Background: an optimization exercise with open tools, aiming at small area, a short achievable clock period and few clock cycles per item. Do not read the settings as production practice. No functional check of the RTL was part of any run shown here.

==> flow/design.v (outline; a module is shown in full before it is edited, if it fits) <==
// module serac_cascade: 3126 lines
module serac_cascade (
    input  wire        clk,
    input  wire        rst,         
    input  wire        cfg_we,
    input  wire [5:0]  cfg_addr,    
    input  wire [31:0] cfg_data,
    input  wire        clr_state,   
    input  wire        in_valid,
    output wire        in_ready,
    input  wire [31:0] in_x,
    output reg         out_valid,
    output reg  [31:0] out_y
);
  // ...
==> flow/flow/run.sh <==
#!/bin/bash
set -euo pipefail
R=$PWD/orfs/results/sky130hd/serac_cascade/base
bash standard.sh synth > synth.log 2>&1
python3 flow/fa_polarity.py $R/1_2_yosys.v $R/1_2_yosys.pol.v > fa_polarity.log 2>&1
cp $R/1_2_yosys.v $R/1_2_yosys.std.v
mv $R/1_2_yosys.pol.v $R/1_2_yosys.v
rm -f $R/1_synth.odb $R/1_synth.sdc
bash standard.sh SETUP_SLACK_MARGIN=15 \
    "BUFFER_PORTS_ARGS=-buffer_cell sky130_fd_sc_hd__buf_4" \
    CTS_CLUSTER_SIZE=26 CTS_CLUSTER_DIAMETER=70 \
    finish > standard_flow.log 2>&1
==> flow/flow/fa_polarity.py <==
#!/usr/bin/env python3
"""Remove inverters between full adders in a flat sky130 gate netlist.

A full adder satisfies FA(~a, ~b, ~c) = ~FA(a, b, c) on both outputs. Each
fa cell may therefore be "flipped": its inputs and its outputs complemented.
The pass strips the removable inverters (inv_* cells whose output is not a
port or an assign operand), chooses the flips by local search so that as few
inversions as possible remain, and puts back one inverter per net that still
needs its complement. Registers and every other cell are left as they are.

usage: fa_polarity.py in.v out.v
"""
import re
import sys
from collections import defaultdict

OUT_PINS = {"X", "Y", "Q", "Q_N", "SUM", "COUT", "HI", "LO"}

src = open(sys.argv[1]).read()
m = re.search(r"\bmodule\s+(\S+)\s*\((.*?)\);", src, re.S)
ports = set(p.strip().lstrip("\\") for p in m.group(2).split(","))

inst_re = re.compile(r"^(\s*)(sky130_fd_sc_hd__\w+)\s+(\S+)\s*\((.*?)\);\s*$", re.S | re.M)
pin_re = re.compile(r"\.(\w+)\(\s*(.*?)\s*\)\s*(?:,|$)", re.S)

cells = []          # [type, name, {pin: net}, span]
for mt in inst_re.finditer(src):
    pins = dict(pin_re.findall(mt.group(4)))
    cells.append([mt.group(2), mt.group(3), pins, mt.span()])

def base(n):
    n = n.strip()
    n = re.sub(r"\[\d+\]$", "", n)
    return n.lstrip("\\").strip()

assign_nets = set()
for am in re.finditer(r"^\s*assign\s+(.*?);", src, re.S | re.M):
    for tok in re.findall(r"\\?[A-Za-z_$][\w$.\[\]\\]*(?:\s*\[\d+\])?", am.group(1)):
        assign_nets.add(tok.strip())

def is_port(n):
    return base(n) in ports

drv = {}
for i, (t, name, pins, _) in enumerate(cells):
    for p, n in pins.items():
        if p in OUT_PINS:
            drv[n] = (i, p)

def is_inv(t):
    return re.match(r"sky130_fd_sc_hd__(inv|clkinv)_\d+$", t) is not None

removable = set()
for i, (t, name, pins, _) in enumerate(cells):
    if is_inv(t) and t.endswith("inv_1"):
        y = pins["Y"]
        if not is_port(y) and y not in assign_nets and not y.startswith("\\"):
            removable.add(i)

def logical(n):
    """(source net, parity) following removable inverters."""
    par = 0
    seen = 0
    while n in drv and drv[n][0] in removable:
        n = cells[drv[n][0]][2]["A"]
        par ^= 1
        seen += 1
        if seen > 100:
            break
    return n, par

isfa = [t.startswith("sky130_fd_sc_hd__fa_") for (t, _, _, _) in cells]
XSWAP = {"sky130_fd_sc_hd__xor2_1": "sky130_fd_sc_hd__xnor2_1",
         "sky130_fd_sc_hd__xnor2_1": "sky130_fd_sc_hd__xor2_1"}
isx = [t in XSWAP for (t, _, _, _) in cells]     # output polarity may flip

# loads: (cell index, pin, source net, parity)
loads = []
for i, (t, name, pins, _) in enumerate(cells):
    if i in removable:
        continue
    for p, n in pins.items():
        if p in OUT_PINS:
            continue
        if not n or n.startswith("1'"):
            continue
        s, par = logical(n)
        if par == 0 and s == n:
            continue       # not through a removable inverter: leave alone,
                           # unless the cell is an fa (it may flip)
        loads.append((i, p, s, par))
# fa input pins that are not behind an inverter still matter if the fa flips
for i, (t, name, pins, _) in enumerate(cells):
    if i in removable or not isfa[i]:
        continue
    for p in ("A", "B", "CIN"):
        n = pins[p]
        s, par = logical(n)
        if par == 0 and s == n:
            loads.append((i, p, s, 0))
# loads of fa outputs that are not behind an inverter
fa_out_nets = {}
for i, (t, name, pins, _) in enumerate(cells):
    if isfa[i]:
        for p in ("SUM", "COUT"):
            fa_out_nets[pins[p]] = i
    if isx[i]:
        fa_out_nets[pins["X" if "X" in pins else "Y"]] = i
have = set((l[0], l[1]) for l in loads)
for i, (t, name, pins, _) in enumerate(cells):
    if i in removable:
        continue
    for p, n in pins.items():
        if p in OUT_PINS or (i, p) in have:
            continue
        if n in fa_out_nets:
            loads.append((i, p, n, 0))
# ports / assigns driven by fa outputs can not change polarity: pin the fa
pinned = set()
for n, i in fa_out_nets.items():
    if is_port(n) or n in assign_nets:
        pinned.add(i)
# constants feeding fa inputs: the fa may still flip (use the other constant)

def src_fa(s):
    d = drv.get(s)
    if d and (isfa[d[0]] or isx[d[0]]):
        return d[0]
    return None

by_src = defaultdict(list)
for li, (i, p, s, par) in enumerate(loads):
    by_src[s].append(li)
cell_srcs = defaultdict(set)
for s, lis in by_src.items():
    g = src_fa(s)
    if g is not None:
        cell_srcs[g].add(s)
    for li in lis:
        i = loads[li][0]
        if isfa[i]:
            cell_srcs[i].add(s)

phi = [0] * len(cells)

def need(li):
    i, p, s, par = loads[li]
    r = par
    if isfa[i]:
        r ^= phi[i]
    g = src_fa(s)
    if g is not None:
        r ^= phi[g]
    return r

def cost_src(s):
    if s.startswith("1'"):
        return 0
    return 1 if any(need(li) for li in by_src[s]) else 0

def total():
    return sum(cost_src(s) for s in by_src)

import random
random.seed(1)
before = total()
flippable = [f for f in range(len(cells)) if (isfa[f] or isx[f]) and f not in pinned]
cur = before
best = cur
best_phi = list(phi)
T = 2.0
steps = 60 * len(flippable)
passes = 0
for it in range(steps):
    f = random.choice(flippable)
    ss = cell_srcs[f]
    c0 = sum(cost_src(x) for x in ss)
    phi[f] ^= 1
    c1 = sum(cost_src(x) for x in ss)
    d = c1 - c0
    if d <= 0 or random.random() < pow(2.718, -d / T):
        cur += d
        if cur < best:
            best = cur
            best_phi = list(phi)
    else:
        phi[f] ^= 1
    T = max(0.02, 2.0 * (1 - it / steps))
phi = best_phi
# final greedy cleanup
improved = True
while improved:
    improved = False
    passes += 1
    for f in flippable:
        ss = cell_srcs[f]
        c0 = sum(cost_src(x) for x in ss)
        phi[f] ^= 1
        c1 = sum(cost_src(x) for x in ss)
        if c1 < c0:
            improved = True
        else:
            phi[f] ^= 1
after = total()

# rebuild
newpins = {}
inv_for = {}
extra = []
k = 0
for li, (i, p, s, par) in enumerate(loads):
    r = need(li)
    if r == 0:
        newpins[(i, p)] = s
    else:
        if s.startswith("1'"):
            newpins[(i, p)] = "1'h1" if s.endswith("0") else "1'h0"
            continue
        if s not in inv_for:
            k += 1
            nn = "_fapol_%d_" % k
            inv_for[s] = nn
            extra.append((s, nn))
        newpins[(i, p)] = inv_for[s]

out = []
pos = 0
for i, (t, name, pins, span) in enumerate(cells):
    out.append(src[pos:span[0]])
    pos = span[1]
    if i in removable:
        continue
    ren = {}
    if isx[i] and phi[i]:
        t = XSWAP[t]
        ren = {"X": "Y", "Y": "X"}
    body = []
    for p, n in pins.items():
        p = ren.get(p, p) if p in ("X", "Y") else p
        body.append("    .%s(%s )" % (p, newpins.get((i, ren.get(p, p) if ren else p), n)))
    out.append("  %s %s (\n%s\n  );" % (t, name, ",\n".join(body)))
rest = src[pos:]
decl = "".join("  wire %s;\n" % nn for (_, nn) in extra)
insts = "".join("  sky130_fd_sc_hd__inv_1 _fapol_inv_%d_ (\n    .A(%s ),\n    .Y(%s )\n  );\n"
                % (j + 1, s, nn) for j, (s, nn) in enumerate(extra))
rest = rest.replace("endmodule", insts + "endmodule", 1)
text = "".join(out) + rest
# declare new wires after the module header
text = re.sub(r"(\bmodule\s+\S+\s*\(.*?\);\n)", lambda mm: mm.group(1) + decl, text, count=1, flags=re.S)
open(sys.argv[2], "w").write(text)
nflip = sum(phi)
sys.stderr.write("fa_polarity: %d removable inverters, %d -> %d needed, %d fa flipped, %d passes\n"
                 % (len(removable), before, after, nflip, passes))
==> flow/standard.sh <==
#!/bin/bash
# synth_recipe.tcl (not shown) runs the flow's synth.tcl, then flattens the netlist and writes it again
# the make line also repeats each setting of config.mk as NAME=value (left out here)
make -C /OpenROAD-flow-scripts/flow DESIGN_CONFIG=/design/flow/config.mk WORK_HOME=/design/flow/orfs CLKGATE_MAP_FILE= SYNTH_SCRIPT=/design/flow/synth_recipe.tcl "${@:-finish}"
==> flow/config.mk <==
export PLATFORM = sky130hd
export DESIGN_NAME = serac_cascade
export DESIGN_NICKNAME = serac_cascade
export VERILOG_FILES = /design/flow/design.v
export SDC_FILE = /design/flow/constraint.sdc
export NUM_CORES = 8
export LEC_CHECK = 0
export CAP_MARGIN = 20
export CORE_MARGIN = 2
export CORE_UTILIZATION = 40
export PLACE_DENSITY = 0.6
export SETUP_SLACK_MARGIN = 0.5
export SLEW_MARGIN = 20
==> flow/constraint.sdc <==
create_clock -name core_clock -period 20.0 [get_ports {clk}]
set_input_delay 4.0000 -clock core_clock [delete_from_list [all_inputs] [get_ports {clk}]]
set_output_delay 4.0000 -clock core_clock [all_outputs]
set_load 0.01 [all_outputs]
==> reports/metrics.csv, run 1 <==
stage,metric,value,unit
run_status,status,finished clean,
final_layout,Util after Layout,44.4,%
clocking,Num CTS Buffers,230,
route,first-pass detailed-route iteration total,10,
final_layout,area of the multi-input gates,0.132,mm^2
final_layout,Multi-In Gates,13298,
final_layout,post-route cell area,0.244,mm^2
clocking,"Reg clk slew, reported paths",0.10,ns
timing,fin crit share,28.9,%
synthesis,syn_nets,21861,
critical_path,slowest CP cell,dfxtp_4,
clocking,H-tree lvl count,4,
grt,met1 usage,41.7,%
route,met2 wire len,390,mm
final_layout,Plain + repair buffers,847,
final_layout,Fillers,50252,
critical_path,CP Depth,1,
die,# IOs,109,
clocking,clock buffer depth,4,
die,Initial Utilization,40.2,%
synthesis,Post-Syn Instances,18858,
die,die width,746,um
critical_path,Critical Path Start Type,flip-flop,
critical_path,critical path's top delay family,flip-flops,
critical_path,Critical Path Sink Type,primary output,
final_layout,P&R area growth vs syn,10.5,%
synthesis,Synth Cell Area,0.220,mm^2
route,detailed-route DRC error count,0,
timing,Worst Max-Slew Pin Slew,1.24,ns
timing,Final Max Tran Viols,0,
timing,fmax,173,MHz
die,row count,272,
timing,crit path time final,5.77,ns
final_layout,"Net count, final",21109,
timing,"Setup violations, final",0,
final_layout,"commonest non-fill, non-tap cell in the layout",a22oi_1,
==> run 2: changes to the inputs <==
--- a/flow/design.v
+++ b/flow/design.v
@@ -3050,17 +3050,17 @@
         end else if (vD) begin
             s1r[secD] <= s1_new;
             s2r[secD] <= s2_new;
         end
     end
     wire        nt     = ~ph;
     wire        cont   = nt ? busy[1] : busy[0];
     wire [2:0]  nsec_t = nt ? nsec1 : nsec0;
-    wire        start  = in_valid & in_ready_o;
+    wire        start  = in_valid & ~cont & cnt[1] & ~we_r;
     wire        issue  = cont | start;
     wire [2:0]  sec_n  = cont ? nsec_t : 3'd0;
     wire        last_n = (sec_n == last_sec);
     wire [7:0]  oh_n   = 8'd1 << sec_n;
     wire [2:0]  sh_n   = rd3(oh_n, shv);
     wire [31:0] x_in   = in_x;
     wire [47:0] xd0    = booth(shsat(h0, sh_n));
     wire [47:0] xd1    = booth(shsat(h1, sh_n));
==> flow/flow/run.sh (replaced) <==
#!/bin/bash
set -euo pipefail
R=$PWD/orfs/results/sky130hd/serac_cascade/base
bash standard.sh synth > synth.log 2>&1
python3 flow/fa_polarity.py $R/1_2_yosys.v $R/1_2_yosys.pol.v > fa_polarity.log 2>&1
cp $R/1_2_yosys.v $R/1_2_yosys.std.v
mv $R/1_2_yosys.pol.v $R/1_2_yosys.v
rm -f $R/1_synth.odb $R/1_synth.sdc
bash standard.sh SETUP_SLACK_MARGIN=15 \
    "BUFFER_PORTS_ARGS=-buffer_cell sky130_fd_sc_hd__buf_4" \
    CTS_CLUSTER_SIZE=26 CTS_CLUSTER_DIAMETER=70 GPL_TIMING_DRIVEN=1 \
    finish > standard_flow.log 2>&1
==> run 2 against run 1 <==
Still clean. Utilization down 0.26 points. Critical path depth unchanged. Cell count down 0.48%. Synthesized cell count down 0.65%. Wire length down 3.1%. Die area about the same. Cell area down 0.59%. Synthesized area about the same. Critical path type unchanged. Critical endpoint is now out_y[21].
==> reports/metrics.csv, run 2 <==
stage,metric,value,unit,change
route,via count,168385,,was 171k
critical_path,Critical Path RT,16.00,ns,about the same
final_layout,Util after Layout,44.1,%,was 44.4%
die,row count,272,,unchanged
clocking,clock buffer depth,4,,unchanged
final_layout,P&R area growth vs syn,9.77,%,was 10.5%
final_layout,biggest regs,"s1r (376), s2r (368)",,unchanged
timing,setup ws final,14.31,ns,was 14.23 ns
grt,initial antenna violation count,73,,was 88
timing,fmax,176,MHz,was 173 MHz
synthesis,Mean Syn Cell Area,11.8,um^2,was 11.7 um^2
route,first-pass detailed-route iteration total,7,,was 10
grt,largest net degree at the start of global routing,99,,was 67
critical_path,Critical Path Sink Type,primary output,,unchanged
critical_path,crit-path cells,buf_6,,unchanged
die,Initial Utilization,40.2,%,about the same
route,Avg Vias per Cell,6.60,,was 6.66
timing,WHS,0.333,ns,was 0.329 ns
final_layout,share of cells above drive strength 1,10.9,%,was 11.3%
timing,worst clock skew,0.144,ns,was 0.137 ns
clocking,CTS tree,built,,unchanged
timing,"Setup violations, final",0,,unchanged
job,Max Cap Violations,0,,unchanged
synthesis,Synth Cell Area,0.221,mm^2,was 0.220 mm^2
critical_path,critical path's top delay family,flip-flops,,unchanged
clocking,H-tree lvl count,4,,unchanged
worst_hold_path,min-delay worst type,flip-flop to flip-flop,,unchanged
clocking,"Reg clk slew, reported paths",0.10,ns,about the same
grt,vias in the first global route,172429,,was 175k
route,Avg WL per Cell,35.9,um,was 36.8 um
timing,crit path time final,5.69,ns,was 5.77 ns
critical_path,crit path kind,flip-flop to primary output,,unchanged
final_layout,"commonest non-fill, non-tap cell in the layout",a22oi_1,,unchanged
die,Die H,747,um,was 746 um
timing,Final Hold Viols,0,,unchanged
critical_path,crit-path max cell delay,0.49,ns,was 0.54 ns
place,DPL Wire Length,566,mm,was 581 mm
die,die footprint,0.557,mm^2,about the same
timing,fin crit share,28.4,%,was 28.9%
synthesis,syn_nets,21739,,was 21.9k
synthesis,Post-Syn Instances,18736,,was 18.9k
critical_path,"Max FO, Critical Path",1,,was 2
timing,Final Max Tran Viols,0,,unchanged
clocking,Root Driver,clkbuf_16,,unchanged
final_layout,register with the most flip-flops,s1r,,unchanged
route,First DRT Iteration DRCs,25378,,was 26.3k
clocking,"Clk Latency, worst-skew pair",1.06,ns,was 1.09 ns
grt,global-route wire length before repair,1280,mm,was 1320 mm
final_layout,max reg flops,376,,unchanged
grt,GRT Util Overall,31.8,%,was 32.8%
place,Port Buffers,108,,unchanged
critical_path,slowest CP cell,dfxtp_4,,unchanged
timing,Worst Max-Slew Pin Slew,1.29,ns,was 1.24 ns
final_layout,"commonest cells after routing, fill and taps aside","3426 x a22oi_1, 2420 x fa_1, 2054 x edfxtp_1, 1662 x xor2_1, 1131 x xnor2_1",,"was 3412 x a22oi_1, 2420 x fa_1, 2054 x edfxtp_1, 1632 x xor2_1, 1144 x xnor2_1"
clocking,CTS Hold Bufs,0,,unchanged
die,Core ar.,0.549,mm^2,unchanged
route,Detailed Route WL,915,mm,was 944 mm
synthesis,synth warn,1,,unchanged
die,die width,747,um,was 746 um
critical_path,"Arr. time, crit path",1.69,ns,was 1.77 ns
route,Routed Antenna Nets,0,,unchanged
clocking,Clock Sinks,3139,,unchanged
clocking,Num CTS Buffers,221,,was 230
critical_path,Critical Path Start Type,flip-flop,,unchanged
critical_path,WP buf/inv,1,,unchanged
place,GPL Wtd Cong,0.994,,was 1.03
timing,RSZ-0062 raised after global routing,yes,,unchanged
run_status,status,finished clean,,unchanged
timing,slew margin rel.,14.2,%,was 17.6%
timing,setup_tns,0,ns,unchanged
final_layout,"Net count, final",20964,,was 21.1k
place,Placement Setup Slack,12.57,ns,was 13.05 ns
grt,global route overflow,0,,unchanged
die,# IOs,109,,unchanged
route,detailed-route DRC error count,0,,unchanged
[run 2: cell types whose count changed in the layout (fill, tap and decap cells not counted), moves of 19 or more]
| cell | before | now |
|---|---|---|
| nor2b_1 | 36 | 77 |
| nand3_1 | 76 | 51 |
| o21ai_1 | 35 | 78 |
| buf_4 | 653 | 620 |
| nor3_1 | 91 | 58 |
| diode_2 | 49 | 85 |
| nand2_1 | 563 | 448 |
| mux2i_1 | 146 | 189 |
| dfxtp_4 | 103 | 84 |
| xor2_1 | 1632 | 1662 |
| a21oi_1 | 318 | 357 |
| buf_6 | 98 | 125 |
| inv_1 | 571 | 590 |
[run 2: layer usage]
| metal | global-route usage [%] | part of all wire [%] | vias to the layer above |
|---|---|---|---|
| li1 | - | - | 65415 |
| met1 | 41.8 | 37 | 85755 |
| met2 | 46.1 | 42 | 13823 |
| met3 | 10.9 | 14 | 3338 |
| met4 | 17.0 | 6.9 | 54 |
| met5 | 0.240 | 0.084 | - |
[run 2: cell type report]
class	instances	area, um^2
clock buffer	240	5660
timing repair buffer	812	7350
multi-input combinational	13176	131000
inverter	611	2370
clock inverter	173	2690
antenna	85	213
tap	7261	9080
fill	50103	307000
sequential	3139	83900
[run 2: path summary, 6_finish.rpt]
check | startpoint | endpoint | slack [ns] | cells past startpoint
max | out_y[21]$_SDFF_PP0_ | out_y[21] | 14.31 | 1
min | secC[1]$_DFF_P_ | secD[1]$_DFF_P_ | 0.33 | 0
max reg2reg | yd_C[11]$_DFF_P_ | v2_D[98]$_DFF_P_ | 14.91 | 8
min reg2reg | secC[1]$_DFF_P_ | secD[1]$_DFF_P_ | 0.33 | 0
[run 2: metrics by stage]
stage / instances / cell area, um^2
6_report: 25497 / 242000
5_1_grt: 25416 / 242000
3_5_place_dp: 24863 / 229000
2_1_floorplan: 18736 / 221000
3_3_place_gp: 24858 / 229000
4_1_cts: 25332 / 239000
[run 2: timing repair]
| action | in CTS | in global routing |
|---|---|---|
| gates cloned | 6 | 6 |
| resized for setup | 403 | 307 |
| hold endpoints to repair | 0 | 0 |
| pin swaps | 35 | 68 |
| buffers inserted | 50 | 72 |
| endpoints found under the setup margin | 937 | 487 |
==> run 3: changes to the inputs <==
--- a/flow/flow/run.sh
+++ b/flow/flow/run.sh
@@ -8,5 +8,5 @@
 rm -f $R/1_synth.odb $R/1_synth.sdc
 bash standard.sh SETUP_SLACK_MARGIN=15 \
     "BUFFER_PORTS_ARGS=-buffer_cell sky130_fd_sc_hd__buf_4" \
-    CTS_CLUSTER_SIZE=26 CTS_CLUSTER_DIAMETER=70 GPL_TIMING_DRIVEN=1 \
+    CTS_CLUSTER_SIZE=26 CTS_CLUSTER_DIAMETER=70 GPL_TIMING_DRIVEN=1 CORE_UTILIZATION=62 PLACE_DENSITY=0.76 \
     finish > standard_flow.log 2>&1
==> run 3 against run 2 <==
Clock-buffer cell count increased by 13. Now fails the layout checks on capacitance limit, slew limit. Cell count decreased by 9.8%. Synthesized cell count unchanged. Largest cell class unchanged. Maximum frequency rose by 3.0%. Utilization up 23 points. Register-to-register slack got worse by 0.09 ns. Sequential cell count did not move.
==> reports/metrics.csv, run 3 <==
stage,metric,value,unit,change
die,die width,600,um,was 747 um
critical_path,WP buf/inv,1,,unchanged
clocking,"Clk Latency, worst-skew pair",1.04,ns,was 1.06 ns
route,Avg WL per Cell,37.7,um,was 35.9 um
clocking,CTS Hold Bufs,0,,unchanged
final_layout,register with the most flip-flops,s1r,,unchanged
route,detailed-route DRC error count,0,,unchanged
synthesis,synth warn,1,,unchanged
timing,fin crit share,27.6,%,was 28.4%
grt,GRT Util Overall,47.1,%,was 31.8%
timing,setup_tns,0,ns,unchanged
timing,WHS,0.336,ns,was 0.333 ns
final_layout,Util after Layout,67.0,%,was 44.1%
die,die footprint,0.360,mm^2,was 0.557 mm^2
clocking,Num CTS Buffers,184,,was 221
clocking,Clock Sinks,3139,,unchanged
critical_path,Worst R2R Start,yd_C[44]$_DFF_P_,,was yd_C[11]$_DFF_P_
worst_hold_path,min-delay worst type,flip-flop to flip-flop,,unchanged
die,Initial Utilization,62.1,%,was 40.2%
route,via count,173207,,was 168k
timing,Final Max Tran Viols,15,,was 0
final_layout,"commonest cells after routing, fill and taps aside","3422 x a22oi_1, 2420 x fa_1, 2054 x edfxtp_1, 1653 x xor2_1, 1124 x xnor2_1",,"was 3426 x a22oi_1, 2420 x fa_1, 2054 x edfxtp_1, 1662 x xor2_1, 1131 x xnor2_1"
die,Core ar.,0.355,mm^2,was 0.549 mm^2
grt,largest net degree at the start of global routing,68,,was 99
place,Port Buffers,108,,unchanged
synthesis,Post-Syn Instances,18736,,unchanged
final_layout,share of cells above drive strength 1,10.3,%,was 10.9%
synthesis,Synth Cell Area,0.221,mm^2,unchanged
timing,"Setup violations, final",0,,unchanged
die,Die H,600,um,was 747 um
critical_path,FF-to-FF path depth,7,,was 8
place,GPL Wtd Cong,1.06,,was 0.994
job,Max Cap Violations,3,,was 0
timing,crit path time final,5.52,ns,was 5.69 ns
critical_path,"Max FO, Critical Path",1,,unchanged
timing,RSZ-0062 raised after global routing,yes,,unchanged
grt,global route overflow,0,,unchanged
route,Detailed Route WL,867,mm,was 915 mm
critical_path,Critical Path RT,16.00,ns,about the same
critical_path,slowest CP cell,dfxtp_4,,unchanged
clocking,"Reg clk slew, reported paths",0.10,ns,about the same
critical_path,crit-path cells,buf_6,,unchanged
synthesis,syn_nets,21739,,unchanged
final_layout,P&R area growth vs syn,7.73,%,was 9.77%
timing,Final Hold Viols,0,,unchanged
die,row count,219,,was 272
grt,vias in the first global route,174924,,was 172k
final_layout,"commonest non-fill, non-tap cell in the layout",a22oi_1,,unchanged
critical_path,"Arr. time, crit path",1.52,ns,was 1.69 ns
timing,slew margin rel.,-1.06,%,was 14.2%
critical_path,CP startpoint,out_y[0]$_SDFF_PP0_,,was out_y[21]$_SDFF_PP0_
route,First DRT Iteration DRCs,31614,,was 25.4k
timing,worst clock skew,0.119,ns,was 0.144 ns
critical_path,critical path's top delay family,flip-flops,,unchanged
clocking,H-tree lvl count,4,,unchanged
worst_hold_path,HP Start,lastA$_DFF_P_,,was secC[1]$_DFF_P_
critical_path,Critical Path Start Type,flip-flop,,unchanged
grt,global-route wire length before repair,1230,mm,was 1280 mm
clocking,CTS tree,built,,unchanged
grt,initial antenna violation count,76,,was 73
critical_path,CP Depth,1,,unchanged
clocking,Root Driver,clkbuf_16,,unchanged
timing,fmax,181,MHz,was 176 MHz
final_layout,max reg flops,376,,unchanged
die,# IOs,109,,unchanged
critical_path,crit-path max cell delay,0.44,ns,was 0.49 ns
route,Routed Antenna Nets,0,,unchanged
clocking,clock buffer depth,4,,unchanged
final_layout,"Net count, final",20977,,about the same
critical_path,crit path kind,flip-flop to primary output,,unchanged
route,first-pass detailed-route iteration total,14,,was 7
critical_path,Critical Path Sink Type,primary output,,unchanged
final_layout,biggest regs,"s1r (376), s2r (368)",,unchanged
run_status,status,"complete, but fails checks",,was finished clean
final_layout,Fillers,26029,,was 50.1k
timing,Worst Max-Slew Pin Slew,1.52,ns,was 1.29 ns
place,DPL Wire Length,551,mm,was 566 mm
route,Avg Vias per Cell,7.53,,was 6.60
run_status,Layout Check Fails,"capacitance limit, slew limit",,
worst_hold_path,hold depth,0,,unchanged
synthesis,Mean Syn Cell Area,11.8,um^2,unchanged
## run 3: final cells by class
cell class,instances,area [um^2],area share [%]
multi-input combinational,13176,131000,55.1
sequential,3139,83800,35.3
timing repair buffer,862,7850,3.30
tap,4751,5940,2.50
clock buffer,253,4950,2.08
inverter,611,2360,0.994
clock inverter,88,1430,0.602
antenna,122,305,0.128
## run 3: metal layers
| metal | wire length, um | up-vias | share of wire [%] | track usage [%] |
|---|---|---|---|---|
| li1 | - | 65426 | - | - |
| met1 | 274000 | 84712 | 32 | 54.9 |
| met2 | 353000 | 17488 | 41 | 66.1 |
| met3 | 153000 | 5513 | 18 | 23.9 |
| met4 | 84500 | 68 | 9.7 | 35.2 |
| met5 | 1970 | - | 0.23 | 3.69 |
## run 3: path summary, 6_finish.rpt
check | end | slack (ns)
min reg2reg | lastB$_DFF_P_ | 0.34
min | lastB$_DFF_P_ | 0.34
max | out_y[0] | 14.48
max reg2reg | v1_D[90]$_DFF_P_ | 14.82
## run 3: per-stage QoR
stage	instance area (um^2)	std cells	setup slack (ns)
5_1_grt	237000	22954	14.51
6_report	238000	23002	14.48
4_1_cts	234000	22768	14.48
3_5_place_dp	226000	22364	12.62
3_3_place_gp	226000	22361	12.60
2_1_floorplan	221000	18736	14.34
## run 3: what timing repair did
| item | CTS | global route |
|---|---|---|
| pin swaps | 32 | 71 |
| endpoints found under the setup margin | 706 | 519 |
| resized for setup | 387 | 366 |
| setup buffers | 53 | 100 |
| gates cloned | 10 | 7 |

==> separate check: timing with driven ports <==
No port has a modelled driver above. Below, the same layouts with a new extraction and two added sets of constraints.
Step 1 (the two cells are an assumption about what drives the block):
set clk [get_ports {clk}]
set_driving_cell -lib_cell sky130_fd_sc_hd__clkbuf_16 $clk
set_driving_cell -lib_cell sky130_fd_sc_hd__buf_2 [delete_from_list [all_inputs] $clk]
Step 2 times the ports against the registers' clock, not the clock port: input delays grow and output delays shrink by t, the midpoint of the rising clock arrivals with the driver on.
a / b / c = no drivers / after step 1 / after step 2; a / b = the first two.
run	shift t [ns]	setup WS [ns]	hold WS [ns]	worst setup path at the end	worst data-port slew with drivers (ns)
run 1	1.146	14.227 / 14.105 / 13.964	0.329 / 0.329 / 0.329	input to register	0.08
run 2	1.102	14.314 / 14.198 / 14.052	0.333 / 0.333 / 0.333	input to register	0.10
run 3	1.108	14.480 / 14.355 / 13.874	0.336 / 0.336 / 0.336	input to register	0.10
For run 3, which loses most, drivers alone change the setup slack by -0.125 ns; drivers and shift together by -0.606 ns.
